Context: an optimization exercise on an open-source flow, tuned for small area. The choices shown serve that exercise and are no tape-out recipe.
At most, simulation tests tie the RTL to the original design; equivalence was not proved.
No functional check of the RTL was part of run 2.
Power figures rest on the tool's default switching activity, not on a simulated workload.

## flow/design.v (module list and top-level ports; edited modules follow where they fit)
// module pwm_channel: 298 lines
// module pwm_mul: 1475 lines
// module pwm_unit: 271 lines
module pwm_unit (
    input  wire        clk,
    input  wire        rst,         
    input  wire        wr_en,
    input  wire        rd_en,
    input  wire [8:0]  addr,
    input  wire [31:0] wdata,
    output reg  [31:0] rdata,       
    input  wire        frame_tick,  
    input  wire        freeze,      
    input  wire        safe,        
    input  wire        service,     
    input  wire        sync_prev,   
    input  wire        syncin,      
    output wire        sync_evt,    
    output reg         syncout,     
    input  wire [15:0] flt,         
    input  wire        coll,        
    output wire [3:0]  pwm_out,
    output wire [3:0]  cmpa_trig,
    output wire [3:0]  cmpb_trig
);
  // ...
==> flow/run.sh <==
#!/bin/bash
# synth_recipe.tcl (not shown) runs the flow's synth.tcl, then flattens the netlist and writes it again
# the make line also repeats each setting of config.mk as NAME=value (left out here)
make -C /OpenROAD-flow-scripts/flow DESIGN_CONFIG=/design/flow/config.mk WORK_HOME=/design/flow/orfs CLKGATE_MAP_FILE= SYNTH_SCRIPT=/design/flow/synth_recipe.tcl finish
==> flow/config.mk <==
export PLATFORM = sky130hd
export DESIGN_NAME = pwm_unit
export DESIGN_NICKNAME = pwm_unit
export VERILOG_FILES = /design/flow/design.v
export SDC_FILE = /design/flow/constraint.sdc
export NUM_CORES = 4
export LEC_CHECK = 0
export ABC_AREA = 1
export CAP_MARGIN = 20
export CORE_MARGIN = 2
export CORE_UTILIZATION = 50
export PLACE_DENSITY = 0.6
export SLEW_MARGIN = 20
==> flow/constraint.sdc <==
create_clock -name core_clock -period 30.0 [get_ports {clk}]
set_input_delay 6.0000 -clock core_clock [delete_from_list [all_inputs] [get_ports {clk}]]
set_output_delay 6.0000 -clock core_clock [all_outputs]
set_load 0.01 [all_outputs]
==> results.toml, run 1 <==
[synthesis]
synth_nets = 24610
yosysTopAreaCell = "fa_1"
muxShareOfSynthArea_pct = 2.720
synth_seq_cells = 2295

[finish]
sh_seq_area_pct = 27.02
multi_input_area_share_pct = 51.95
n_clock_buffer = 379
n_all_inverters = 5583
buf_share_pct = 2.282
layout_commonest_cell = "inv_1"
largest_class = "multi-input combinational cells"
fillers = 34490

[worst_setup_path]
worst-path-max-fanout = 15
crit_path_end = "cnt_pairlate[10]"
reg2reg_from = "ch[0].u_ch.per[9]"
r2r_end = "cnt_pairlate[10]"
critPathKind = "reg2reg"

[timing]
fin_crit_sh_pct = 96.82

[global_route]
grt_pass1_vias = 148500
met3_usage_pct = 11.87

[cts]
clock_latency_ns = 0.94
cts_buffers = 270
cts.reportedPaths.clkPinSlew_ns = 0.07

[floorplanning]
die_w_um = 605.9

[run_status]
status = "finished clean"

[routing]
dr.pass1.iters = 7
num_vias = 156000
m1WireLength_um = 278800

[power_and_ir_drop]
seqPwrFrac_pct = 45.9

[min_path]
hold_path_class = "reg2reg"
==> module pwm_channel, before the edit <==
module pwm_channel (
    input  wire        clk,
    input  wire        rst,
    input  wire        wr_en,
    input  wire [2:0]  rsel,       
    input  wire [31:0] wdata,
    output reg  [31:0] rdata,
    input  wire        en,         
    input  wire        started,    
    input  wire        run,        
    input  wire        start,      
    input  wire        sync,       
    input  wire        frame,      
    input  wire        freeze,
    input  wire        service,
    input  wire        flt_force,  
    input  wire        safe,
    input  wire [11:0] minpw,
    input  wire [11:0] minpw_d,    
    output wire        car_act,    
    output reg         out_pin,    
    output reg         cmpa_hit,   
    output reg         cmpb_hit,   
    output wire        drop_ev,    
    output wire        badval_ev,
    output wire        pairlate_ev
);
    function lt32;
        input [31:0] a, b;
        integer i;
        reg c;
        begin
            c = 1'b0;
            for (i = 0; i < 32; i = i + 1)
                c = (~a[i] & b[i]) | (~a[i] & c) | (b[i] & c);
            lt32 = c;
        end
    endfunction
    function [31:0] add32;
        input [31:0] a, b;
        integer i;
        reg c;
        begin
            c = 1'b0;
            for (i = 0; i < 32; i = i + 1) begin
                add32[i] = a[i] ^ b[i] ^ c;
                c = (a[i] & b[i]) | (a[i] & c) | (b[i] & c);
            end
        end
    endfunction
    function [31:0] sub32;
        input [31:0] a, b;
        integer i;
        reg c;
        begin
            c = 1'b1;
            for (i = 0; i < 32; i = i + 1) begin
                sub32[i] = a[i] ^ ~b[i] ^ c;
                c = (a[i] & ~b[i]) | (a[i] & c) | (~b[i] & c);
            end
        end
    endfunction
    function [31:0] inc32;
        input [31:0] a;
        integer i;
        reg c;
        begin
            c = 1'b1;
            for (i = 0; i < 32; i = i + 1) begin
                inc32[i] = a[i] ^ c;
                c = a[i] & c;
            end
        end
    endfunction
    reg [1:0]  cfg_mode;
    reg        cfg_pol, cfg_safelvl, cfg_dislvl, cfg_dutyfmt, cfg_pair, cfg_syncen;
    reg [7:0]  cfg_pairto;
    reg [10:0] dt_max, dt_min;
    reg [31:0] phase;
    reg [31:0] stg_per, stg_duty, stg_cmpa, stg_cmpb;
    reg        stg_per_v, stg_duty_v, stg_cmpa_v, stg_cmpb_v;
    reg [31:0] sh_per, sh_duty, sh_cmpa, sh_cmpb;
    reg        per_pend, duty_pend, cmpa_pend, cmpb_pend;
    reg [31:0] per, duty, cmpa, cmpb;
    reg [31:0] cnt;
    reg [1:0]  mode_q;     
    reg        fmt_q;      
    reg        bnd_q;      
    reg        hold_inact, hold_act;   
    reg [7:0]  lcnt;       
    reg        hold_safe;  
    reg st_badval, st_drop_q, st_pairlate;
    wire per_ge100  = (|stg_per[31:7]) || (stg_per[6:0] >= 7'd100);
    wire per_gt_min = (|stg_per[31:12]) || (stg_per[11:0] > minpw);
    wire per_ok     = per_ge100 && per_gt_min;
    wire per_enter  = frame && stg_per_v && per_ok;
    assign badval_ev = frame && stg_per_v && !per_ok;
    wire duty_enter = frame && stg_duty_v;
    wire cmpa_enter = frame && stg_cmpa_v;
    wire cmpb_enter = frame && stg_cmpb_v;
    wire [31:0] sh_per_n  = per_enter  ? stg_per  : sh_per;
    wire [31:0] sh_duty_n = duty_enter ? stg_duty : sh_duty;
    wire [31:0] sh_cmpa_n = cmpa_enter ? stg_cmpa : sh_cmpa;
    wire [31:0] sh_cmpb_n = cmpb_enter ? stg_cmpb : sh_cmpb;
    wire per_pend_n  = per_pend  || per_enter;
    wire duty_pend_n = duty_pend || duty_enter;
    wire cmpa_pend_n = cmpa_pend || cmpa_enter;
    wire cmpb_pend_n = cmpb_pend || cmpb_enter;
    wire [7:0] lcnt_base = (per_pend || duty_pend) ? lcnt : 8'd0;
    wire        mode01    = !cfg_mode[1];
    wire        ph_ge_per = !lt32(phase, per);
    wire        lv_zero   = ph_ge_per || (phase == 32'd0);
    wire        sync_load = sync && cfg_syncen && mode01;
    wire [31:0] cnt_inc   = inc32(cnt);
    wire        wrap      = !lt32(cnt_inc, per);       
    wire        over      = wrap && (cnt_inc != per);   
    wire boundary = start || (run && (sync_load ? lv_zero : wrap));
    wire forced = freeze || service || flt_force || safe;
    wire do_tx  = boundary && !forced;
    wire       pair_eff  = cfg_pair && mode01;
    wire       both_pend = per_pend_n && duty_pend_n;
    wire       lone      = per_pend_n ^ duty_pend_n;
    wire [8:0] lcnt_inc  = {1'b0, lcnt_base} + 9'd1;
    wire       late      = pair_eff && lone && (lcnt_inc >= {1'b0, cfg_pairto});
    wire       tx_per    = do_tx && per_pend_n  && (!pair_eff || both_pend || late);
    wire       tx_duty   = do_tx && duty_pend_n && (!pair_eff || both_pend || late);
    wire       tx_cmpa   = do_tx && cmpa_pend_n;
    wire       tx_cmpb   = do_tx && cmpb_pend_n;
    assign pairlate_ev = do_tx && late;
    wire [31:0] prod;
    pwm_mul u_mul (.p(per), .u(duty[15:0]), .q(prod));
    wire        duty_big = (|duty[31:16]) || (&duty[15:0]);
    wire        sel_per  = fmt_q ? duty_big : lt32(per, duty);
    wire [31:0] dval     = sel_per ? per : (fmt_q ? prod : duty);
    wire [31:0] yval     = sub32(per, dval);           
    wire        m1   = (mode_q == 2'd1);
    wire        m3   = (mode_q == 2'd3);
    wire [31:0] s_m  = m1 ? {1'b0, yval[31:1]} : 32'd0;
    wire [31:0] hi   = add32(dval, s_m);
    wire        ge_lo = !lt32(cnt, s_m);
    wire        lt_hi = lt32(cnt, hi);
    wire        car  = m3 ? !lt_hi : (ge_lo && lt_hi);
    wire d_nz    = |dval;
    wire y_nz    = |yval;
    wire d_small = !(|dval[31:12]) && (dval[11:0] < minpw_d);
    wire y_small = !(|yval[31:12]) && (yval[11:0] < minpw_d);
    wire drop_inact = m3 ? (y_nz && y_small) : (d_nz && d_small);
    wire drop_act   = !drop_inact && (m3 ? (d_nz && d_small) : (y_nz && y_small));
    assign drop_ev  = bnd_q && (drop_inact || drop_act);
    wire h_inact = bnd_q ? drop_inact : hold_inact;
    wire h_act   = bnd_q ? drop_act   : hold_act;
    wire car_h   = !h_inact && (h_act || car);
    assign car_act = en && started && car_h;
    wire use_load = (start || run) && sync_load;
    wire use_inc  = run && !sync_load && !wrap;
    wire use_zero = (start && !sync_load) || (run && !sync_load && wrap);
    wire [31:0] cnt_n = use_load ? (ph_ge_per ? 32'd0 : phase) :
                        use_inc  ? cnt_inc :
                        use_zero ? 32'd0 : cnt;
    reg lvl;
    always @(*) begin
        if (freeze)
            lvl = cfg_safelvl;
        else if (service)
            lvl = 1'b0;
        else if (flt_force || safe)
            lvl = cfg_safelvl;
        else if (!en || !started)
            lvl = cfg_dislvl;
        else if (hold_safe)
            lvl = cfg_safelvl;
        else
            lvl = car_h;
    end
    wire cmpa_fire = run && (cnt == cmpa) && !over;
    wire cmpb_fire = run && (cnt == cmpb) && !over;
    wire wr_cfg   = wr_en && (rsel == 3'd0);
    wire wr_duty  = wr_en && (rsel == 3'd1);
    wire wr_per   = wr_en && (rsel == 3'd2);
    wire wr_cmpa  = wr_en && (rsel == 3'd3);
    wire wr_cmpb  = wr_en && (rsel == 3'd4);
    wire wr_phase = wr_en && (rsel == 3'd5);
    wire wr_stat  = wr_en && (rsel == 3'd6);
    wire wr_dt    = wr_en && (rsel == 3'd7);
    wire st_drop = st_drop_q || drop_ev;
    always @(posedge clk) begin
        if (wr_per)  stg_per  <= wdata;
        if (wr_duty) stg_duty <= wdata;
        if (wr_cmpa) stg_cmpa <= wdata;
        if (wr_cmpb) stg_cmpb <= wdata;
        if (per_enter)  sh_per  <= stg_per;
        if (duty_enter) sh_duty <= stg_duty;
        if (cmpa_enter) sh_cmpa <= stg_cmpa;
        if (cmpb_enter) sh_cmpb <= stg_cmpb;
        if (boundary) begin
            mode_q <= cfg_mode;
            fmt_q  <= cfg_dutyfmt;
        end
        cnt        <= cnt_n;
        hold_inact <= h_inact;
        hold_act   <= h_act;
        if (do_tx && pair_eff && lone && !late)
            lcnt <= lcnt_inc[7:0];
        else
            lcnt <= lcnt_base;
        if (!en)
            hold_safe <= 1'b0;
        else if (freeze || flt_force || safe)
            hold_safe <= 1'b1;
        else if (boundary)
            hold_safe <= 1'b0;
    end
    always @(posedge clk) begin
        if (rst) begin
            cfg_mode    <= 2'd0;
            cfg_pol     <= 1'b0;
            cfg_safelvl <= 1'b0;
            cfg_dislvl  <= 1'b0;
            cfg_dutyfmt <= 1'b0;
            cfg_pair    <= 1'b0;
            cfg_syncen  <= 1'b1;
            cfg_pairto  <= 8'd4;
            dt_max      <= 11'd2000;
            dt_min      <= 11'd100;
            phase       <= 32'd0;
            stg_per_v   <= 1'b0;
            stg_duty_v  <= 1'b0;
            stg_cmpa_v  <= 1'b0;
            stg_cmpb_v  <= 1'b0;
            per_pend    <= 1'b0;
            duty_pend   <= 1'b0;
            cmpa_pend   <= 1'b0;
            cmpb_pend   <= 1'b0;
            per         <= 32'd100000;
            duty        <= 32'd0;
            cmpa        <= 32'hFFFF_FFFF;
            cmpb        <= 32'hFFFF_FFFF;
            bnd_q       <= 1'b0;
            st_badval   <= 1'b0;
            st_drop_q   <= 1'b0;
            st_pairlate <= 1'b0;
            out_pin     <= 1'b0;
            cmpa_hit    <= 1'b0;
            cmpb_hit    <= 1'b0;
        end else begin
            if (wr_cfg) begin
                cfg_mode    <= wdata[27:26];
                cfg_pol     <= wdata[25];
                cfg_safelvl <= wdata[24];
                cfg_dislvl  <= wdata[23];
                cfg_dutyfmt <= wdata[22];
                cfg_pair    <= wdata[21];
                cfg_syncen  <= wdata[20];
                cfg_pairto  <= wdata[15:8];
            end
            if (wr_dt) begin
                dt_max <= wdata[26:16];
                dt_min <= wdata[10:0];
            end
            if (wr_phase)
                phase <= wdata;
            stg_per_v  <= wr_per  || (stg_per_v  && !frame);
            stg_duty_v <= wr_duty || (stg_duty_v && !frame);
            stg_cmpa_v <= wr_cmpa || (stg_cmpa_v && !frame);
            stg_cmpb_v <= wr_cmpb || (stg_cmpb_v && !frame);
            per_pend  <= per_pend_n  && !tx_per;
            duty_pend <= duty_pend_n && !tx_duty;
            cmpa_pend <= cmpa_pend_n && !tx_cmpa;
            cmpb_pend <= cmpb_pend_n && !tx_cmpb;
            if (tx_per)  per  <= sh_per_n;
            if (tx_duty) duty <= sh_duty_n;
            if (tx_cmpa) cmpa <= sh_cmpa_n;
            if (tx_cmpb) cmpb <= sh_cmpb_n;
            bnd_q <= boundary;
            st_badval   <= badval_ev   || (st_badval   && !(wr_stat && wdata[3]));
            st_drop_q   <= st_drop && !(wr_stat && wdata[1]);
            st_pairlate <= pairlate_ev || (st_pairlate && !(wr_stat && wdata[0]));
            out_pin  <= lvl ^ cfg_pol;
            cmpa_hit <= cmpa_fire;
            cmpb_hit <= cmpb_fire;
        end
    end
    always @(*) begin
        case (rsel)
            3'd0: rdata = {4'd0, cfg_mode, cfg_pol, cfg_safelvl, cfg_dislvl,
                           cfg_dutyfmt, cfg_pair, cfg_syncen, 4'd0,
                           cfg_pairto, 8'd0};
            3'd1: rdata = duty;
            3'd2: rdata = per;
            3'd3: rdata = cmpa;
            3'd4: rdata = cmpb;
            3'd5: rdata = phase;
            3'd6: rdata = {22'd0, lvl, forced, per_pend, duty_pend, 2'b00,
                           st_badval, 1'b0, st_drop, st_pairlate};
            default: rdata = {5'd0, dt_max, 5'd0, dt_min};
        endcase
    end
endmodule
==> module pwm_unit, before the edit <==
module pwm_unit (
    input  wire        clk,
    input  wire        rst,         
    input  wire        wr_en,
    input  wire        rd_en,
    input  wire [8:0]  addr,
    input  wire [31:0] wdata,
    output reg  [31:0] rdata,       
    input  wire        frame_tick,  
    input  wire        freeze,      
    input  wire        safe,        
    input  wire        service,     
    input  wire        sync_prev,   
    input  wire        syncin,      
    output wire        sync_evt,    
    output reg         syncout,     
    input  wire [15:0] flt,         
    input  wire        coll,        
    output wire [3:0]  pwm_out,
    output wire [3:0]  cmpa_trig,
    output wire [3:0]  cmpb_trig
);
    localparam NCH = 4;
    reg        en;
    reg        usync_out;
    reg [1:0]  usync_src;
    reg [23:0] usync_dly;
    reg        uflt_coll, uflt_blken;
    reg [7:0]  uflt_blksrc;
    reg [15:0] uflt_fmask;
    reg [7:0]  bstivl;
    reg [10:0] bstpw;
    reg [11:0] minpw;
    reg [11:0] minpw_d;
    reg [15:0] fltpol;
    reg        flatch, frz;
    reg [1:0]  cause;
    reg [3:0]  first;
    reg [15:0] cnt_drop_q, cnt_pairlate, cnt_badval;
    reg        started;
    reg        syncin_q;
    reg [23:0] dcnt;       
    reg [6:0]  so_cnt;     
    wire unit_sel = !addr[8];
    wire [3:0] uidx = addr[5:2];
    wire wr_u = wr_en && unit_sel;
    wire syncin_rise = syncin && !syncin_q;
    reg  src_ev;
    always @(*) begin
        case (usync_src)
            2'd1:    src_ev = frame_tick;
            2'd2:    src_ev = syncin_rise;
            2'd3:    src_ev = sync_prev;
            default: src_ev = 1'b0;
        endcase
    end
    wire dly_zero = (usync_dly == 24'd0);
    wire dcnt_one = (dcnt == 24'd1);
    assign sync_evt = !freeze && ((src_ev && dly_zero) || dcnt_one);
    function [23:0] dec24;
        input [23:0] a;
        integer i;
        reg b;
        begin
            b = 1'b1;
            for (i = 0; i < 24; i = i + 1) begin
                dec24[i] = a[i] ^ b;
                b = ~a[i] & b;
            end
        end
    endfunction
    wire start = en && !started && !freeze && (usync_src == 2'd0 || sync_evt);
    wire run   = en && started && !freeze;
    wire frame = frame_tick && !freeze;
    wire [NCH-1:0] car_act, drop_ev, badval_ev, pairlate_ev;
    wire [31:0]    ch_rdata [0:NCH-1];
    wire           flt_force;
    genvar k;
    generate
        for (k = 0; k < NCH; k = k + 1) begin : ch
            pwm_channel u_ch (
                .clk        (clk),
                .rst        (rst),
                .wr_en      (wr_en && addr[8] && addr[7:5] == k),
                .rsel       (addr[4:2]),
                .wdata      (wdata),
                .rdata      (ch_rdata[k]),
                .en         (en),
                .started    (started),
                .run        (run),
                .start      (start),
                .sync       (sync_evt),
                .frame      (frame),
                .freeze     (freeze),
                .service    (service),
                .flt_force  (flt_force),
                .safe       (safe),
                .minpw      (minpw),
                .minpw_d    (minpw_d),
                .car_act    (car_act[k]),
                .out_pin    (pwm_out[k]),
                .cmpa_hit   (cmpa_trig[k]),
                .cmpb_hit   (cmpb_trig[k]),
                .drop_ev    (drop_ev[k]),
                .badval_ev  (badval_ev[k]),
                .pairlate_ev(pairlate_ev[k])
            );
        end
    endgenerate
    wire [15:0] pin_act = ~(flt ^ fltpol);
    wire        blank   = uflt_blken && (uflt_blksrc[7:2] == 6'd0) && car_act[uflt_blksrc[1:0]];
    wire [15:0] pin_hit = pin_act & uflt_fmask;
    wire        pin_src = (pin_hit != 16'd0) && !blank;
    wire        coll_src = coll && uflt_coll;
    wire        src_now = pin_src || coll_src;
    assign flt_force = flatch || src_now;
    reg [3:0] first_pin;
    integer n;
    always @(*) begin
        first_pin = 4'd0;
        for (n = 15; n >= 0; n = n - 1)
            if (pin_hit[n])
                first_pin = n[3:0];
    end
    function [15:0] sat_add;
        input [15:0] base;
        input [2:0]  inc;
        integer i;
        reg c;
        reg [15:0] s;
        begin
            c = 1'b0;
            for (i = 0; i < 16; i = i + 1) begin
                if (i < 3) begin
                    s[i] = base[i] ^ inc[i] ^ c;
                    c = (base[i] & inc[i]) | (base[i] & c) | (inc[i] & c);
                end else begin
                    s[i] = base[i] ^ c;
                    c = base[i] & c;
                end
            end
            sat_add = c ? 16'hFFFF : s;
        end
    endfunction
    function [2:0] popcount;
        input [NCH-1:0] v;
        integer i;
        begin
            popcount = 3'd0;
            for (i = 0; i < NCH; i = i + 1)
                popcount = popcount + {2'd0, v[i]};
        end
    endfunction
    wire rd_ucnt  = rd_en && unit_sel && uidx == 4'd5;
    wire rd_ucnt2 = rd_en && unit_sel && uidx == 4'd6;
    wire [15:0] cnt_drop = sat_add(cnt_drop_q, popcount(drop_ev));
    always @(posedge clk) begin
        syncin_q <= syncin;
        minpw_d  <= minpw;
    end
    always @(posedge clk) begin
        if (rst) begin
            en           <= 1'b0;
            usync_out    <= 1'b0;
            usync_src    <= 2'd0;
            usync_dly    <= 24'd0;
            uflt_coll    <= 1'b1;
            uflt_blken   <= 1'b0;
            uflt_blksrc  <= 8'd0;
            uflt_fmask   <= 16'd0;
            bstivl       <= 8'd16;
            bstpw        <= 11'd300;
            minpw        <= 12'd40;
            fltpol       <= 16'd0;
            flatch       <= 1'b0;
            frz          <= 1'b0;
            cause        <= 2'd0;
            first        <= 4'd0;
            cnt_drop_q   <= 16'd0;
            cnt_pairlate <= 16'd0;
            cnt_badval   <= 16'd0;
            started      <= 1'b0;
            dcnt         <= 24'd0;
            so_cnt       <= 7'd0;
            syncout      <= 1'b0;
        end else begin
            if (wr_u) begin
                case (uidx)
                    4'd0: en <= wdata[0];
                    4'd1: begin
                        usync_out <= wdata[31];
                        usync_src <= wdata[25:24];
                        usync_dly <= wdata[23:0];
                    end
                    4'd2: begin
                        uflt_coll   <= wdata[31];
                        uflt_blken  <= wdata[24];
                        uflt_blksrc <= wdata[23:16];
                        uflt_fmask  <= wdata[15:0];
                    end
                    4'd4: begin
                        bstivl <= wdata[31:24];
                        bstpw  <= wdata[23:13];
                        minpw  <= wdata[11:0];
                    end
                    4'd8: fltpol <= wdata[15:0];
                    default: ;
                endcase
            end
            if (!en)
                started <= 1'b0;
            else if (start)
                started <= 1'b1;
            if (!flatch && src_now) begin
                flatch <= 1'b1;
                cause  <= pin_src ? 2'd1 : 2'd2;
                first  <= pin_src ? first_pin : 4'd0;
            end else if (flatch && wr_u && uidx == 4'd3 && wdata[0] && !src_now) begin
                flatch <= 1'b0;
                cause  <= 2'd0;
                first  <= 4'd0;
            end
            frz <= freeze || (frz && !(wr_u && uidx == 4'd3 && wdata[6]));
            cnt_drop_q   <= rd_ucnt ? 16'd0 : cnt_drop;
            cnt_pairlate <= sat_add(rd_ucnt2 ? 16'd0 : cnt_pairlate, popcount(pairlate_ev));
            cnt_badval   <= sat_add(rd_ucnt2 ? 16'd0 : cnt_badval,   popcount(badval_ev));
            if (!freeze) begin
                if (src_ev && !dly_zero)
                    dcnt <= usync_dly;
                else if (dcnt != 24'd0)
                    dcnt <= dec24(dcnt);
            end
            if (!freeze) begin
                if (sync_evt && usync_out)
                    so_cnt <= 7'd1;
                else if (so_cnt == 7'd107)
                    so_cnt <= 7'd0;
                else if (so_cnt != 7'd0)
                    so_cnt <= so_cnt + 7'd1;
            end
            syncout <= so_cnt >= 7'd7 && so_cnt <= 7'd106;
        end
    end
    reg [31:0] rd_mux;
    always @(*) begin
        rd_mux = 32'd0;
        if (addr[8]) begin
            if (!addr[7])
                rd_mux = ch_rdata[addr[6:5]];
        end else begin
            case (uidx)
                4'd0: rd_mux = {31'd0, en};
                4'd1: rd_mux = {usync_out, 5'd0, usync_src, usync_dly};
                4'd2: rd_mux = {uflt_coll, 6'd0, uflt_blken, uflt_blksrc, uflt_fmask};
                4'd3: rd_mux = {12'd0, first, 9'd0, frz, cause, 2'd0, src_now, flatch};
                4'd4: rd_mux = {bstivl, bstpw, 1'b0, minpw};
                4'd5: rd_mux = {cnt_drop, 16'd0};
                4'd6: rd_mux = {cnt_pairlate, cnt_badval};
                4'd8: rd_mux = {16'd0, fltpol};
                4'd9: rd_mux = {16'd0, pin_act};
                default: rd_mux = 32'd0;
            endcase
        end
    end
    always @(posedge clk) begin
        if (rst)
            rdata <= 32'd0;
        else
            rdata <= rd_mux;
    end
endmodule
==> run 2, diff against run 1 <==
==> flow/design.v (replaced) <==
module pwm_channel (
    input  wire        clk,
    input  wire        rst,
    input  wire        wr_en,
    input  wire [2:0]  wr_reg,
    input  wire [31:0] wdata,
    input  wire [2:0]  rd_reg,
    output reg  [31:0] rdata,
    input  wire        en,         
    input  wire        started,    
    input  wire        run,        
    input  wire        start,      
    input  wire        sync,       
    input  wire        frame,      
    input  wire        freeze,
    input  wire        service,
    input  wire        flt_force,  
    input  wire        safe,
    input  wire [11:0] minpw,
    output wire        car_act,    
    output reg         out_pin,    
    output reg         cmpa_hit,   
    output reg         cmpb_hit,   
    output wire        drop_ev,
    output wire        badval_ev,
    output wire        pairlate_ev
);
    reg [1:0]  cfg_mode;
    reg        cfg_pol, cfg_safelvl, cfg_dislvl, cfg_dutyfmt, cfg_pair, cfg_syncen;
    reg [7:0]  cfg_pairto;
    reg [10:0] dt_max, dt_min;
    reg [31:0] phase;
    reg [31:0] stg_per, stg_duty, stg_cmpa, stg_cmpb;
    reg        stg_per_v, stg_duty_v, stg_cmpa_v, stg_cmpb_v;
    reg [31:0] sh_per, sh_duty, sh_cmpa, sh_cmpb;
    reg        per_pend, duty_pend, cmpa_pend, cmpb_pend;
    reg [31:0] per, duty, cmpa, cmpb;
    reg [31:0] cnt;
    reg [31:0] d_q;        
    reg [1:0]  mode_q;     
    reg        hold_inact, hold_act;   
    reg [7:0]  lcnt;       
    reg        hold_safe;  
    reg st_badval, st_drop, st_pairlate;
    wire per_ok     = (stg_per >= 32'd100) && (stg_per > {20'd0, minpw});
    wire per_enter  = frame && stg_per_v && per_ok;
    assign badval_ev = frame && stg_per_v && !per_ok;
    wire duty_enter = frame && stg_duty_v;
    wire cmpa_enter = frame && stg_cmpa_v;
    wire cmpb_enter = frame && stg_cmpb_v;
    wire [31:0] sh_per_n  = per_enter  ? stg_per  : sh_per;
    wire [31:0] sh_duty_n = duty_enter ? stg_duty : sh_duty;
    wire [31:0] sh_cmpa_n = cmpa_enter ? stg_cmpa : sh_cmpa;
    wire [31:0] sh_cmpb_n = cmpb_enter ? stg_cmpb : sh_cmpb;
    wire per_pend_n  = per_pend  || per_enter;
    wire duty_pend_n = duty_pend || duty_enter;
    wire cmpa_pend_n = cmpa_pend || cmpa_enter;
    wire cmpb_pend_n = cmpb_pend || cmpb_enter;
    wire [7:0] lcnt_base = (per_pend || duty_pend) ? lcnt : 8'd0;
    wire        mode01    = (cfg_mode == 2'd0) || (cfg_mode == 2'd1);
    wire [31:0] load_val  = (phase >= per) ? 32'd0 : phase;
    wire        sync_load = sync && cfg_syncen && mode01;
    wire [32:0] cnt_inc   = {1'b0, cnt} + 33'd1;
    wire        wrap      = cnt_inc >= {1'b0, per};
    reg boundary;
    always @(*) begin
        if (start)
            boundary = 1'b1;
        else if (!run)
            boundary = 1'b0;
        else if (sync_load)
            boundary = (load_val == 32'd0);
        else
            boundary = wrap;
    end
    wire forced = freeze || service || flt_force || safe;
    wire do_tx  = boundary && !forced;
    wire       pair_eff  = cfg_pair && mode01;
    wire       both_pend = per_pend_n && duty_pend_n;
    wire       lone      = per_pend_n ^ duty_pend_n;
    wire [8:0] lcnt_inc  = {1'b0, lcnt_base} + 9'd1;
    wire       late      = pair_eff && lone && (lcnt_inc >= {1'b0, cfg_pairto});
    wire       tx_per    = do_tx && per_pend_n  && (!pair_eff || both_pend || late);
    wire       tx_duty   = do_tx && duty_pend_n && (!pair_eff || both_pend || late);
    wire       tx_cmpa   = do_tx && cmpa_pend_n;
    wire       tx_cmpb   = do_tx && cmpb_pend_n;
    assign pairlate_ev = do_tx && late;
    wire [31:0] per_n  = tx_per  ? sh_per_n  : per;
    wire [31:0] duty_n = tx_duty ? sh_duty_n : duty;
    wire [47:0] frac_prod = per_n * duty_n[15:0];
    reg  [31:0] d_calc;
    always @(*) begin
        if (cfg_dutyfmt) begin
            if (duty_n == 32'd0)
                d_calc = 32'd0;
            else if (duty_n >= 32'd65535)
                d_calc = per_n;
            else
                d_calc = frac_prod[47:16];
        end else begin
            d_calc = (duty_n >= per_n) ? per_n : duty_n;
        end
    end
    wire [31:0] on_time  = (cfg_mode == 2'd3) ? (per_n - d_calc) : d_calc;
    wire [31:0] off_time = per_n - on_time;
    wire drop_inact = (on_time != 32'd0) && (on_time < {20'd0, minpw});
    wire drop_act   = !drop_inact && (off_time != 32'd0) && (off_time < {20'd0, minpw});
    assign drop_ev  = boundary && (drop_inact || drop_act);
    reg [31:0] cnt_n;
    always @(*) begin
        if (start)
            cnt_n = sync_load ? load_val : 32'd0;
        else if (!run)
            cnt_n = cnt;
        else if (sync_load)
            cnt_n = load_val;
        else if (wrap)
            cnt_n = 32'd0;
        else
            cnt_n = cnt_inc[31:0];
    end
    wire [31:0] ctr_start = (per - d_q) >> 1;
    wire [31:0] ctr_end   = ctr_start + d_q;
    reg car;
    always @(*) begin
        case (mode_q)
            2'd1:    car = (cnt >= ctr_start) && (cnt < ctr_end);
            2'd3:    car = (cnt >= d_q);
            default: car = (cnt < d_q);
        endcase
    end
    wire car_h = hold_inact ? 1'b0 : (hold_act ? 1'b1 : car);
    assign car_act = en && started && car_h;
    reg lvl;
    always @(*) begin
        if (freeze)
            lvl = cfg_safelvl;
        else if (service)
            lvl = 1'b0;
        else if (flt_force || safe)
            lvl = cfg_safelvl;
        else if (!en || !started)
            lvl = cfg_dislvl;
        else if (hold_safe)
            lvl = cfg_safelvl;
        else
            lvl = car_h;
    end
    wire cmpa_fire = run && (cnt == cmpa) && (cmpa < per);
    wire cmpb_fire = run && (cnt == cmpb) && (cmpb < per);
    wire wr_cfg   = wr_en && (wr_reg == 3'd0);
    wire wr_duty  = wr_en && (wr_reg == 3'd1);
    wire wr_per   = wr_en && (wr_reg == 3'd2);
    wire wr_cmpa  = wr_en && (wr_reg == 3'd3);
    wire wr_cmpb  = wr_en && (wr_reg == 3'd4);
    wire wr_phase = wr_en && (wr_reg == 3'd5);
    wire wr_stat  = wr_en && (wr_reg == 3'd6);
    wire wr_dt    = wr_en && (wr_reg == 3'd7);
    always @(posedge clk) begin
        if (wr_per)  stg_per  <= wdata;
        if (wr_duty) stg_duty <= wdata;
        if (wr_cmpa) stg_cmpa <= wdata;
        if (wr_cmpb) stg_cmpb <= wdata;
        sh_per  <= sh_per_n;
        sh_duty <= sh_duty_n;
        sh_cmpa <= sh_cmpa_n;
        sh_cmpb <= sh_cmpb_n;
        if (boundary) begin
            d_q    <= d_calc;
            mode_q <= cfg_mode;
        end
    end
    always @(posedge clk) begin
        if (rst) begin
            cfg_mode    <= 2'd0;
            cfg_pol     <= 1'b0;
            cfg_safelvl <= 1'b0;
            cfg_dislvl  <= 1'b0;
            cfg_dutyfmt <= 1'b0;
            cfg_pair    <= 1'b0;
            cfg_syncen  <= 1'b1;
            cfg_pairto  <= 8'd4;
            dt_max      <= 11'd2000;
            dt_min      <= 11'd100;
            phase       <= 32'd0;
            stg_per_v   <= 1'b0;
            stg_duty_v  <= 1'b0;
            stg_cmpa_v  <= 1'b0;
            stg_cmpb_v  <= 1'b0;
            per_pend    <= 1'b0;
            duty_pend   <= 1'b0;
            cmpa_pend   <= 1'b0;
            cmpb_pend   <= 1'b0;
            per         <= 32'd100000;
            duty        <= 32'd0;
            cmpa        <= 32'hFFFF_FFFF;
            cmpb        <= 32'hFFFF_FFFF;
            cnt         <= 32'd0;
            hold_inact  <= 1'b0;
            hold_act    <= 1'b0;
            lcnt        <= 8'd0;
            hold_safe   <= 1'b0;
            st_badval   <= 1'b0;
            st_drop     <= 1'b0;
            st_pairlate <= 1'b0;
            out_pin     <= 1'b0;
            cmpa_hit    <= 1'b0;
            cmpb_hit    <= 1'b0;
        end else begin
            if (wr_cfg) begin
                cfg_mode    <= wdata[27:26];
                cfg_pol     <= wdata[25];
                cfg_safelvl <= wdata[24];
                cfg_dislvl  <= wdata[23];
                cfg_dutyfmt <= wdata[22];
                cfg_pair    <= wdata[21];
                cfg_syncen  <= wdata[20];
                cfg_pairto  <= wdata[15:8];
            end
            if (wr_dt) begin
                dt_max <= wdata[26:16];
                dt_min <= wdata[10:0];
            end
            if (wr_phase)
                phase <= wdata;
            stg_per_v  <= wr_per  ? 1'b1 : (frame ? 1'b0 : stg_per_v);
            stg_duty_v <= wr_duty ? 1'b1 : (frame ? 1'b0 : stg_duty_v);
            stg_cmpa_v <= wr_cmpa ? 1'b1 : (frame ? 1'b0 : stg_cmpa_v);
            stg_cmpb_v <= wr_cmpb ? 1'b1 : (frame ? 1'b0 : stg_cmpb_v);
            per_pend  <= per_pend_n  && !tx_per;
            duty_pend <= duty_pend_n && !tx_duty;
            cmpa_pend <= cmpa_pend_n && !tx_cmpa;
            cmpb_pend <= cmpb_pend_n && !tx_cmpb;
            if (tx_per)  per  <= sh_per_n;
            if (tx_duty) duty <= sh_duty_n;
            if (tx_cmpa) cmpa <= sh_cmpa_n;
            if (tx_cmpb) cmpb <= sh_cmpb_n;
            if (do_tx && pair_eff && lone && !late)
                lcnt <= lcnt_inc[7:0];
            else
                lcnt <= lcnt_base;
            cnt <= cnt_n;
            if (boundary) begin
                hold_inact <= drop_inact;
                hold_act   <= drop_act;
            end
            if (!en)
                hold_safe <= 1'b0;
            else if (freeze || flt_force || safe)
                hold_safe <= 1'b1;
            else if (boundary)
                hold_safe <= 1'b0;
            st_badval   <= badval_ev   || (st_badval   && !(wr_stat && wdata[3]));
            st_drop     <= drop_ev     || (st_drop     && !(wr_stat && wdata[1]));
            st_pairlate <= pairlate_ev || (st_pairlate && !(wr_stat && wdata[0]));
            out_pin  <= lvl ^ cfg_pol;
            cmpa_hit <= cmpa_fire;
            cmpb_hit <= cmpb_fire;
        end
    end
    always @(*) begin
        case (rd_reg)
            3'd0: rdata = {3'b000, 1'b0, cfg_mode, cfg_pol, cfg_safelvl, cfg_dislvl,
                           cfg_dutyfmt, cfg_pair, cfg_syncen, 2'b00, 2'b00,
                           cfg_pairto, 8'd0};
            3'd1: rdata = duty;
            3'd2: rdata = per;
            3'd3: rdata = cmpa;
            3'd4: rdata = cmpb;
            3'd5: rdata = phase;
            3'd6: rdata = {22'd0, lvl, forced, per_pend, duty_pend, 1'b0,
                           1'b0, st_badval, 1'b0, st_drop, st_pairlate};
            default: rdata = {5'd0, dt_max, 5'd0, dt_min};
        endcase
    end
endmodule
module pwm_unit (
    input  wire        clk,
    input  wire        rst,         
    input  wire        wr_en,
    input  wire        rd_en,
    input  wire [8:0]  addr,
    input  wire [31:0] wdata,
    output reg  [31:0] rdata,       
    input  wire        frame_tick,  
    input  wire        freeze,      
    input  wire        safe,        
    input  wire        service,     
    input  wire        sync_prev,   
    input  wire        syncin,      
    output wire        sync_evt,    
    output reg         syncout,     
    input  wire [15:0] flt,         
    input  wire        coll,        
    output wire [3:0]  pwm_out,
    output wire [3:0]  cmpa_trig,
    output wire [3:0]  cmpb_trig
);
    localparam NCH = 4;
    reg        en;
    reg        usync_out;
    reg [1:0]  usync_src;
    reg [23:0] usync_dly;
    reg        uflt_coll, uflt_blken;
    reg [7:0]  uflt_blksrc;
    reg [15:0] uflt_fmask;
    reg [7:0]  bstivl;
    reg [10:0] bstpw;
    reg [11:0] minpw;
    reg [15:0] fltpol;
    reg        flatch, frz;
    reg [1:0]  cause;
    reg [3:0]  first;
    reg [15:0] cnt_drop, cnt_pairlate, cnt_badval;
    reg        started;
    reg        syncin_q;
    reg        dpend;
    reg [23:0] dcnt;
    reg        so_run;
    reg [6:0]  so_cnt;
    wire unit_sel = !addr[8];
    wire [3:0] uidx = addr[5:2];
    wire wr_u = wr_en && unit_sel;
    wire syncin_rise = syncin && !syncin_q;
    reg  src_ev;
    always @(*) begin
        case (usync_src)
            2'd1:    src_ev = frame_tick;
            2'd2:    src_ev = syncin_rise;
            2'd3:    src_ev = sync_prev;
            default: src_ev = 1'b0;
        endcase
        if (freeze)
            src_ev = 1'b0;
    end
    assign sync_evt = !freeze && ((src_ev && usync_dly == 24'd0) || (dpend && dcnt == 24'd0));
    wire start = en && !started && !freeze && (usync_src == 2'd0 || sync_evt);
    wire run   = en && started && !freeze;
    wire frame = frame_tick && !freeze;
    wire [NCH-1:0] car_act, drop_ev, badval_ev, pairlate_ev;
    wire [31:0]    ch_rdata [0:NCH-1];
    wire           flt_force;
    genvar k;
    generate
        for (k = 0; k < NCH; k = k + 1) begin : ch
            pwm_channel u_ch (
                .clk        (clk),
                .rst        (rst),
                .wr_en      (wr_en && addr[8] && addr[7:5] == k),
                .wr_reg     (addr[4:2]),
                .wdata      (wdata),
                .rd_reg     (addr[4:2]),
                .rdata      (ch_rdata[k]),
                .en         (en),
                .started    (started),
                .run        (run),
                .start      (start),
                .sync       (sync_evt),
                .frame      (frame),
                .freeze     (freeze),
                .service    (service),
                .flt_force  (flt_force),
                .safe       (safe),
                .minpw      (minpw),
                .car_act    (car_act[k]),
                .out_pin    (pwm_out[k]),
                .cmpa_hit   (cmpa_trig[k]),
                .cmpb_hit   (cmpb_trig[k]),
                .drop_ev    (drop_ev[k]),
                .badval_ev  (badval_ev[k]),
                .pairlate_ev(pairlate_ev[k])
            );
        end
    endgenerate
    wire [15:0] pin_act = ~(flt ^ fltpol);
    wire        blank   = uflt_blken && (uflt_blksrc < NCH) && car_act[uflt_blksrc[1:0]];
    wire [15:0] pin_hit = pin_act & uflt_fmask;
    wire        pin_src = (pin_hit != 16'd0) && !blank;
    wire        coll_src = coll && uflt_coll;
    wire        src_now = pin_src || coll_src;
    assign flt_force = flatch || src_now;
    reg [3:0] first_pin;
    integer n;
    always @(*) begin
        first_pin = 4'd0;
        for (n = 15; n >= 0; n = n - 1)
            if (pin_hit[n])
                first_pin = n[3:0];
    end
    function [15:0] sat_add;
        input [15:0] base;
        input [3:0]  inc;
        reg   [16:0] sum;
        begin
            sum = {1'b0, base} + {13'd0, inc};
            sat_add = sum[16] ? 16'hFFFF : sum[15:0];
        end
    endfunction
    function [3:0] popcount;
        input [NCH-1:0] v;
        integer i;
        begin
            popcount = 4'd0;
            for (i = 0; i < NCH; i = i + 1)
                popcount = popcount + {3'd0, v[i]};
        end
    endfunction
    wire rd_ucnt  = rd_en && unit_sel && uidx == 4'd5;
    wire rd_ucnt2 = rd_en && unit_sel && uidx == 4'd6;
    always @(posedge clk) begin
        if (rst) begin
            en           <= 1'b0;
            usync_out    <= 1'b0;
            usync_src    <= 2'd0;
            usync_dly    <= 24'd0;
            uflt_coll    <= 1'b1;
            uflt_blken   <= 1'b0;
            uflt_blksrc  <= 8'd0;
            uflt_fmask   <= 16'd0;
            bstivl       <= 8'd16;
            bstpw        <= 11'd300;
            minpw        <= 12'd40;
            fltpol       <= 16'd0;
            flatch       <= 1'b0;
            frz          <= 1'b0;
            cause        <= 2'd0;
            first        <= 4'd0;
            cnt_drop     <= 16'd0;
            cnt_pairlate <= 16'd0;
            cnt_badval   <= 16'd0;
            started      <= 1'b0;
            syncin_q     <= 1'b0;
            dpend        <= 1'b0;
            dcnt         <= 24'd0;
            so_run       <= 1'b0;
            so_cnt       <= 7'd0;
            syncout      <= 1'b0;
        end else begin
            if (wr_u) begin
                case (uidx)
                    4'd0: en <= wdata[0];
                    4'd1: begin
                        usync_out <= wdata[31];
                        usync_src <= wdata[25:24];
                        usync_dly <= wdata[23:0];
                    end
                    4'd2: begin
                        uflt_coll   <= wdata[31];
                        uflt_blken  <= wdata[24];
                        uflt_blksrc <= wdata[23:16];
                        uflt_fmask  <= wdata[15:0];
                    end
                    4'd4: begin
                        bstivl <= wdata[31:24];
                        bstpw  <= wdata[23:13];
                        minpw  <= wdata[11:0];
                    end
                    4'd8: fltpol <= wdata[15:0];
                    default: ;
                endcase
            end
            if (!en)
                started <= 1'b0;
            else if (start)
                started <= 1'b1;
            if (!flatch && src_now) begin
                flatch <= 1'b1;
                cause  <= pin_src ? 2'd1 : 2'd2;
                first  <= pin_src ? first_pin : 4'd0;
            end else if (flatch && wr_u && uidx == 4'd3 && wdata[0] && !src_now) begin
                flatch <= 1'b0;
                cause  <= 2'd0;
                first  <= 4'd0;
            end
            frz <= freeze || (frz && !(wr_u && uidx == 4'd3 && wdata[6]));
            cnt_drop     <= sat_add(rd_ucnt  ? 16'd0 : cnt_drop,     popcount(drop_ev));
            cnt_pairlate <= sat_add(rd_ucnt2 ? 16'd0 : cnt_pairlate, popcount(pairlate_ev));
            cnt_badval   <= sat_add(rd_ucnt2 ? 16'd0 : cnt_badval,   popcount(badval_ev));
            syncin_q <= syncin;
            if (!freeze) begin
                if (src_ev && usync_dly != 24'd0) begin
                    dpend <= 1'b1;
                    dcnt  <= usync_dly - 24'd1;
                end else if (dpend) begin
                    if (dcnt == 24'd0)
                        dpend <= 1'b0;
                    else
                        dcnt <= dcnt - 24'd1;
                end
            end
            if (!freeze) begin
                if (sync_evt && usync_out) begin
                    so_run <= 1'b1;
                    so_cnt <= 7'd1;
                end else if (so_run) begin
                    so_cnt <= so_cnt + 7'd1;
                    if (so_cnt == 7'd107)
                        so_run <= 1'b0;
                end
            end
            syncout <= so_run && so_cnt >= 7'd7 && so_cnt <= 7'd106;
        end
    end
    reg [31:0] rd_mux;
    always @(*) begin
        rd_mux = 32'd0;
        if (addr[8]) begin
            if (addr[7:5] < NCH)
                rd_mux = ch_rdata[addr[6:5]];
        end else begin
            case (uidx)
                4'd0: rd_mux = {31'd0, en};
                4'd1: rd_mux = {usync_out, 5'd0, usync_src, usync_dly};
                4'd2: rd_mux = {uflt_coll, 6'd0, uflt_blken, uflt_blksrc, uflt_fmask};
                4'd3: rd_mux = {12'd0, first, 9'd0, frz, cause, 2'd0, src_now, flatch};
                4'd4: rd_mux = {bstivl, bstpw, 1'b0, minpw};
                4'd5: rd_mux = {cnt_drop, 16'd0};
                4'd6: rd_mux = {cnt_pairlate, cnt_badval};
                4'd8: rd_mux = {16'd0, fltpol};
                4'd9: rd_mux = {16'd0, pin_act};
                default: rd_mux = 32'd0;
            endcase
        end
    end
    always @(posedge clk) begin
        if (rst)
            rdata <= 32'd0;
        else if (rd_en)
            rdata <= rd_mux;
    end
endmodule
--- a/flow/config.mk
+++ b/flow/config.mk
@@ -6,8 +6,7 @@
 export NUM_CORES = 4
 export LEC_CHECK = 0
-export ABC_AREA = 1
 export CAP_MARGIN = 20
 export CORE_MARGIN = 2
-export CORE_UTILIZATION = 50
-export PLACE_DENSITY = 0.6
+export CORE_UTILIZATION = 35
+export PLACE_DENSITY = 0.45
 export SLEW_MARGIN = 20
==> results.toml, run 2 <==
[run_status]
status = "finished clean"

[power_and_ir_drop]
power.switching_w = 0.001929
peakVddDrop_mv = 0.04176
p_per_area_nw_per_um2 = 31.46
swShare_pct = 25.60
p_clk_share_pct = 49.6
p_leak_nw = 107.4
p_int_w = 0.005607
combPwrFrac_pct = 5.8
seqPwrFrac_pct = 44.7
total_power_w = 0.007537

[synthesis]
synth_edf_count = 648
ys_types = 105
synth_nets = 29040
avgSynthCellArea_um2 = 8.643
seq_area_frac_synth_pct = 25.23
yosysTopAreaCell = "dfxtp_1"
ys_async_sr_fraction_pct = 0
yosysWarnings = 2
synthFlopType = "dfxtp_1"
yosysMostFrequentCell = "nand2_1"
synth_seq_cells = 2405
synth_commonest_cells = "3467 x nand2_1, 2945 x inv_1, 2222 x ha_1"
synth.top_cell.area_share_pct = 16.24
ys_top_cells_by_area = "dfxtp_1 16%, fa_1 16%, ha_1 13%"
netlist_instances = 25060
netlist_area_um2 = 216600

[finish]
syn_to_final_growth_pct = 10.61
fillers = 62770
layout_commonest_cell = "nand2_1"
drive_gt1_share_pct = 7.639
final_util_pct = 38.90
nNetsFinal = 28940
mostFrequentLayoutCells = "3455 x nand2_1, 2919 x inv_1, 2222 x ha_1"

[timing]
setup_viol = 0
rsz0062_at_grt = "no"
setup-tns-final_ns = 0
worst_slew_margin_rel_pct = 8.213
slew_violations = 0
hold_viol_final = 0
fin_crit_sh_pct = 95.08
worst_pin_slew_ns = 1.377
period_needed_ns = 28.52
whs_ns = 0.4530
skew_ns = 0.1162
fmax_mhz = 35.06

[worst_setup_path]
crit_path_start_kind = "flip-flop"
path_common_cell = "a21oi_1"
worst-path-max-fanout = 12
cpMaxStageDelayCell = "or4_1"
critPathKind = "reg2reg"
crit_required_ns = 30.84
arrival_ns = 29.36
path_buf_inv = 9
crit_family = "compound AO/OA/AOI/OAI gates"
critPathMaxStageDelay_ns = 0.62
end_kind = "flip-flop"

[floorplanning]
row_count = 288
initial_utilization_pct = 35.17
io_pins = 114
die_h_um = 790.6
core_um2 = 615800
die_w_um = 790.6
die_area_um2 = 625000

[cts]
cts_buffer_depth = 4
holdBufCountCts = 0
clock-sinks = 2405
cts.reportedPaths.clkPinSlew_ns = 0.06
cts_root_buf = "clkbuf_16"
cts_max_level = 5
cts_buffers = 289
cts_tree = "built"
clock_latency_ns = 1.07

[routing]
first_iter_violations = 20120
wirelength_um = 957100
num_vias = 187500
avgRoutedWirePerCell_um = 28.66
drc_errors = 0
drt.antenna.violating_nets = 0
dr.pass1.iters = 7
viasPerCell = 5.614

[placement]
portBuffers = 111
place_congestion = 0.9807
dp_hpwl_um = 735200

[global_route]
grt.overflow.total = 0
grt_pass1_wl_um = 1354000
grt_max_degree = 159
antenna_found_initial = 127
track_usage_pct = 29.78
grt_pass1_vias = 179800

[job]
drv_cap = 0

[min_path]
hold_path_class = "reg2reg"
-- run 2: cell types whose count changed after synthesis, moves of 236 or more --
cell | previous run | this run
inv_1 | 5509 | 2945
ha_1 | 563 | 2222
nor2_1 | 585 | 2048
nand2_1 | 4470 | 3467
a21oi_1 | 856 | 1646
mux2i_1 | 1 | 628
xnor2_1 | 35 | 600
o22ai_1 | 562 | 84
a21o_1 | 1 | 433
clkbuf_1 | 645 | 995
xor2_1 | 59 | 381
o21ai_0 | 1081 | 816
fa_1 | 1929 | 1693
-- run 2: power groups by stage --
stage                     sequential (W)  combinational [W]  clock [W]
after CTS                        0.00337           0.000414    0.00378
after floorplan                  0.00343           0.000169          0
final                            0.00337           0.000435    0.00374
after global routing             0.00337           0.000437    0.00391
after global placement           0.00344           0.000412          0
after detailed placement         0.00344           0.000413          0
-- run 2: per-stage QoR --
stage	cells	setup WS (ns)	cell area (um2)
2_1_floorplan	25060	6.098	216600
3_3_place_gp	32760	0.5369	229000
3_5_place_dp	32760	0.5785	229100
4_1_cts	33290	0.6681	238900
5_1_grt	33330	0.01347	239400
6_report	33390	1.476	239500
-- run 2: cell type report --
| type | count | area, um2 | area share, % |
|---|---|---|---|
| Timing Repair Buffer | 793 | 6269 | 2.617 |
| Clock inverter | 118 | 1554 | 0.6487 |
| Sequential cell | 2405 | 54630 | 22.81 |
| Tap cell | 8120 | 10160 | 4.241 |
| Antenna cell | 72 | 180.2 | 0.07522 |
| Multi-Input combinational cell | 18470 | 147200 | 61.44 |
| Inverter | 3000 | 11320 | 4.724 |
| Clock buffer | 414 | 8264 | 3.450 |
-- run 2: path summary, 6_finish.rpt --
path              cells after the start             startpoint  slack [ns]               endpoint
setup / recovery                    111      ch[1].u_ch.per[0]        1.48            cnt_drop[3]
setup reg to reg                    111      ch[1].u_ch.per[0]        1.48            cnt_drop[3]
hold / removal                        2  ch[0].u_ch.sh_per[16]        0.45  ch[0].u_ch.sh_per[16]
hold reg to reg                       2  ch[0].u_ch.sh_per[16]        0.45  ch[0].u_ch.sh_per[16]
-- run 2: routing by layer --
| layer | part of all wire, % | GRT usage, % | vias up |
|---|---|---|---|
| met5 | 0.044 | 0 | - |
| met4 | 3.1 | 8.450 | 34 |
| met3 | 8.7 | 5.661 | 1196 |
| met2 | 44 | 45.92 | 7707 |
| met1 | 45 | 42.36 | 93850 |
| li1 | - | - | 84670 |
-- run 2: worst reg2reg max path: cells and delay by family (launching register included) --
kind	cells	cell delay, ns
mux	1	0.26
buf+inv	9	2.04
fa+ha+maj	16	6.45
simple gates	30	7.28
compound gates	52	11.34
xor+xnor	3	0.47
flops	1	0.50
-- run 2: repair_timing --
item / 4_1_cts / 5_1_grt
endpoints found under the setup margin: 0 / 16
gates resized for setup: 0 / 44
buffers inserted: 0 / 24
-- run 2: cells by family (layout without fill, tap and decap cells) --
| logic type | count (synthesis) | count (layout) | synth area share [%] |
|---|---|---|---|
| DFF | 2405 | 2405 | 25.23 |
| other | 0 | 72 | 0 |
| AOI/OAI and AO/OA | 4649 | 4649 | 13.62 |
| muxes | 1090 | 1090 | 5.378 |
| and+or+nand+nor | 7833 | 7833 | 16.04 |
| xor gates and xnor gates | 981 | 981 | 3.968 |
| buffers and inverters | 4183 | 4325 | 7.279 |
| adders and majority gates | 3915 | 3915 | 28.49 |

separate check: timing with driven ports:
The flow's constraints put no driver on any port. The routed layouts listed below were extracted and timed again, unchanged, in two steps.
Step 1 assumes that a clkbuf_16 drives the clock port and a buf_2 every other input.
Step 2 also shifts input and output timing later by t, the mid clock arrival at the registers, as if the neighbouring blocks saw the same clock.
a / b / c = ideal / step 1 / step 2; a / b = the first two.
run | shift t [ns] | setup WS [ns] | worst setup path at the end
run 1 | 1.024 | 0.954 / 0.954 / 0.954 | register to register
run 2 | 1.097 | 1.476 / 1.476 / 0.873 | input to register
After both steps every run listed still meets setup and hold. For run 2, which loses most, drivers alone change the setup slack by 0.000 ns; drivers and shift together by -0.603 ns.
